This design comes from an exercise in tuning for small area, a short achievable clock period and few clock cycles per item on the open sky130 flow, not from production work. The RTL was checked by simulation tests, not by an equivalence proof against the original design. Power figures rest on the tool's default switching activity, not on a simulated workload.

P:
==> flow/design.v (excerpt) <==
module flow_steer (
    input  wire         clk,
    input  wire         rst,
    input  wire         in_valid,
    output reg          in_ready,
    input  wire [31:0]  in_seed,
    input  wire [4:0]   in_hash_sel,     
    input  wire         in_mode,         
    input  wire [7:0]   in_aff_mask,
    input  wire [7:0]   in_online_mask,
    input  wire         in_tunnel,
    input  wire [23:0]  in_vni,
    input  wire         o_has_mac,
    input  wire [95:0]  o_mac,
    input  wire         o_has_ip,
    input  wire         o_v6,
    input  wire [127:0] o_src,
    input  wire [127:0] o_dst,
    input  wire [7:0]   o_proto,
    input  wire         o_has_ports,
    input  wire [31:0]  o_ports,
    input  wire         o_frag,
    input  wire         i_has_mac,
    input  wire [95:0]  i_mac,
    input  wire         i_has_ip,
    input  wire         i_v6,
    input  wire [127:0] i_src,
    input  wire [127:0] i_dst,
    input  wire [7:0]   i_proto,
    input  wire         i_has_ports,
    input  wire [31:0]  i_ports,
    input  wire         i_frag,
    output reg          out_valid,
    input  wire         out_ready,
    output reg  [31:0]  out_hash,
    output reg  [2:0]   out_region,
    output reg          out_drop
);
Settings: LEC_CHECK=0, CAP_MARGIN=20, CORE_AREA=5 5 315 315, DIE_AREA=0 0 320 320, PLACE_DENSITY=0.45, SLEW_MARGIN=20; clock period 10.0 ns.
standard.sh (not shown) runs the stock make flow with config.mk's settings and CLKGATE_MAP_FILE= SYNTH_SCRIPT=/design/flow/synth_recipe.tcl, a recipe that flattens the netlist after the stock synthesis.
==> flow/flow/run.sh <==
#!/bin/bash
# The standard layout (the standard.sh: ORFS synthesis to finish) with two
# changes to how the layout is optimised: the port buffers that global
# placement inserts are the smallest buffer cell (every port still gets its
# own buffer), and the resizer's timing repair aims for 6.0 ns of setup slack
# against the design's unchanged 10 ns clock. make's full output goes to
# flow.log in this folder.
set -euo pipefail
export BUFFER_PORTS_ARGS="-buffer_cell sky130_fd_sc_hd__buf_1"
export SETUP_SLACK_MARGIN=6.0
bash standard.sh > flow.log 2>&1
Testbench counts of P, summed over its fixed seeds: cycles 8,214, items 3,200.
diff inputs: P => Q
==> flow/flow/run.sh <==
#!/bin/bash
# The standard layout (the standard.sh: ORFS synthesis to finish) with two
# changes to how the layout is optimised: the port buffers that global
# placement inserts are the smallest buffer cell (every port still gets its
# own buffer), and the resizer's timing repair aims for 6.2 ns of setup slack
# against the design's unchanged 10 ns clock. make's full output goes to
# flow.log in this folder.
set -euo pipefail
export BUFFER_PORTS_ARGS="-buffer_cell sky130_fd_sc_hd__buf_1"
export SETUP_SLACK_MARGIN=6.2
bash standard.sh > flow.log 2>&1
-- flow/config.mk --
<<< P, line 9
export CORE_AREA = 5 5 315 315
export DIE_AREA = 0 0 320 320
>>> Q, line 9
export CORE_AREA = 5 5 315 315
export CTS_BUF_LIST = sky130_fd_sc_hd__clkbuf_8
export DIE_AREA = 0 0 320 320
[summary]
- Compared with P, in Q worst setup slack has increased; total power after layout went up about 0.5%.
- Relative to P, the measured slew at the worst slew-check pin of Q is lower by 190 ps.
- Looking at layout cell share with drive strength beyond 1, Q sits above P.
- In Q, critical path depth is higher than in P.
- The non-clock buffer count of Q is higher than that of P.
Edits applied to the flow inputs when going from Q to R:
-- flow/config.mk --
<<< Q, line 9
export CORE_AREA = 5 5 315 315
export CTS_BUF_LIST = sky130_fd_sc_hd__clkbuf_8
export DIE_AREA = 0 0 320 320
>>> R, line 9
export CORE_AREA = 5 5 315 315
export DIE_AREA = 0 0 320 320
Findings:
Wire length: Q vs R — no meaningful difference
From Q to R the numbers moved as follows: final period demand of the worst path dropped 44 ps; sum of routed wire segments on met1 stayed essentially flat.

========
## 08-01
flow_steer again, from the RTL that the note above started with.
// flow_steer
module flow_steer (
    input  wire         clk,
    input  wire         rst,
    input  wire         in_valid,
    output reg          in_ready,
    input  wire [31:0]  in_seed,
    input  wire [4:0]   in_hash_sel,     
    input  wire         in_mode,         
    input  wire [7:0]   in_aff_mask,
    input  wire [7:0]   in_online_mask,
    input  wire         in_tunnel,
    input  wire [23:0]  in_vni,
    input  wire         o_has_mac,
    input  wire [95:0]  o_mac,
    input  wire         o_has_ip,
    input  wire         o_v6,
    input  wire [127:0] o_src,
    input  wire [127:0] o_dst,
    input  wire [7:0]   o_proto,
    input  wire         o_has_ports,
    input  wire [31:0]  o_ports,
    input  wire         o_frag,
    input  wire         i_has_mac,
    input  wire [95:0]  i_mac,
    input  wire         i_has_ip,
    input  wire         i_v6,
    input  wire [127:0] i_src,
    input  wire [127:0] i_dst,
    input  wire [7:0]   i_proto,
    input  wire         i_has_ports,
    input  wire [31:0]  i_ports,
    input  wire         i_frag,
    output reg          out_valid,
    input  wire         out_ready,
    output reg  [31:0]  out_hash,
    output reg  [2:0]   out_region,
    output reg          out_drop
);
export LEC_CHECK = 0
export CAP_MARGIN = 20
export CORE_AREA = 5 5 315 315
export DIE_AREA = 0 0 320 320
export PLACE_DENSITY = 0.45
export SLEW_MARGIN = 20
create_clock -name core_clock -period 10.0 [get_ports {clk}]
==> flow/flow/run.sh <==
#!/bin/bash
# The standard layout (the standard.sh: ORFS synthesis to finish) with two
# changes to how the layout is optimised: the port buffers that global
# placement inserts are the smallest buffer cell (every port still gets its
# own buffer), and the resizer's timing repair aims for 6.5 ns of setup slack
# against the design's unchanged 10 ns clock. make's full output goes to
# flow.log in this folder.
set -euo pipefail
export BUFFER_PORTS_ARGS="-buffer_cell sky130_fd_sc_hd__buf_1"
export SETUP_SLACK_MARGIN=6.5
bash standard.sh > flow.log 2>&1
Testbench counts of 08-01, summed over its fixed seeds: cycles 8,214, items 3,200.
### 08-01 -> 09-24
==> flow/flow/run.sh <==
#!/bin/bash
# The standard layout (the standard.sh: ORFS synthesis to finish), with the
# port buffers that global placement inserts made of the smallest buffer cell
# instead of the cell the resizer picks by default. Every port still gets its
# own buffer. make's full output goes to flow.log in this folder.
set -euo pipefail
export BUFFER_PORTS_ARGS="-buffer_cell sky130_fd_sc_hd__buf_1"
bash standard.sh > flow.log 2>&1
Findings:
The more densely filled core belongs to 08-01, not 09-24.
09-24 ends up with a internal power contribution that is 11% lower than in 08-01.
Of 08-01 and 09-24, the run reporting the higher worst-path maximum fanout was 09-24.
The run showing the smaller synthesis-to-layout area growth is 09-24.
Initial cell density of the core: 09-24 vs 08-01 identical
In 09-24, wire length is higher than in 08-01.
Re mean post-synth cell area: no difference whatsoever between 08-01 and 09-24.
Re design area: 08-01 and 09-24 aren't equal, and the higher value belongs to 08-01.
| register cell area after layout | 09-24 vs 08-01 | ≈ equal |
Summary of 09-24 over 08-01: net switching power of the design down about 0.9%; share of power burned in combinational logic down 2.4 points.

re-timing with driven ports:
How much do the figures lean on ideal ports? The routed layouts below were timed once more, with nothing changed but the port constraints.
Step 1: set_driving_cell puts a clkbuf_16 on clk and a buf_2 on each other input, an assumption about the parent block.
Step 2 times the ports against the registers' clock, not the clock port: input delays grow and output delays shrink by t, the midpoint of the rising clock arrivals with the driver on.
Three values: ideal ports, drivers, drivers and shift; two values: the first two.
run | t (ns) | setup slack, ns | worst setup path after step 2 | slew at the worst register clock pin (ns) | worst data-port slew with drivers (ns)
P | 0.669 | 5.934 / 5.934 / 5.301 | input to register | 0.07 / 0.07 | 0.48
Q | 0.705 | 6.080 / 6.080 / 5.466 | input to register | 0.09 / 0.09 | 0.40
R | 0.609 | 6.124 / 6.124 / 5.626 | input to register | 0.06 / 0.06 | 0.35
08-01 | 0.621 | 6.209 / 6.209 / 5.856 | input to register | 0.07 / 0.07 | 0.34
09-24 | 0.662 | 5.518 / 5.549 / 4.886 | input to register | 0.07 / 0.07 | 0.38
After both steps every run listed still meets setup and hold. For P, which loses most, drivers alone change the setup slack by 0.000 ns; drivers and shift together by -0.633 ns.
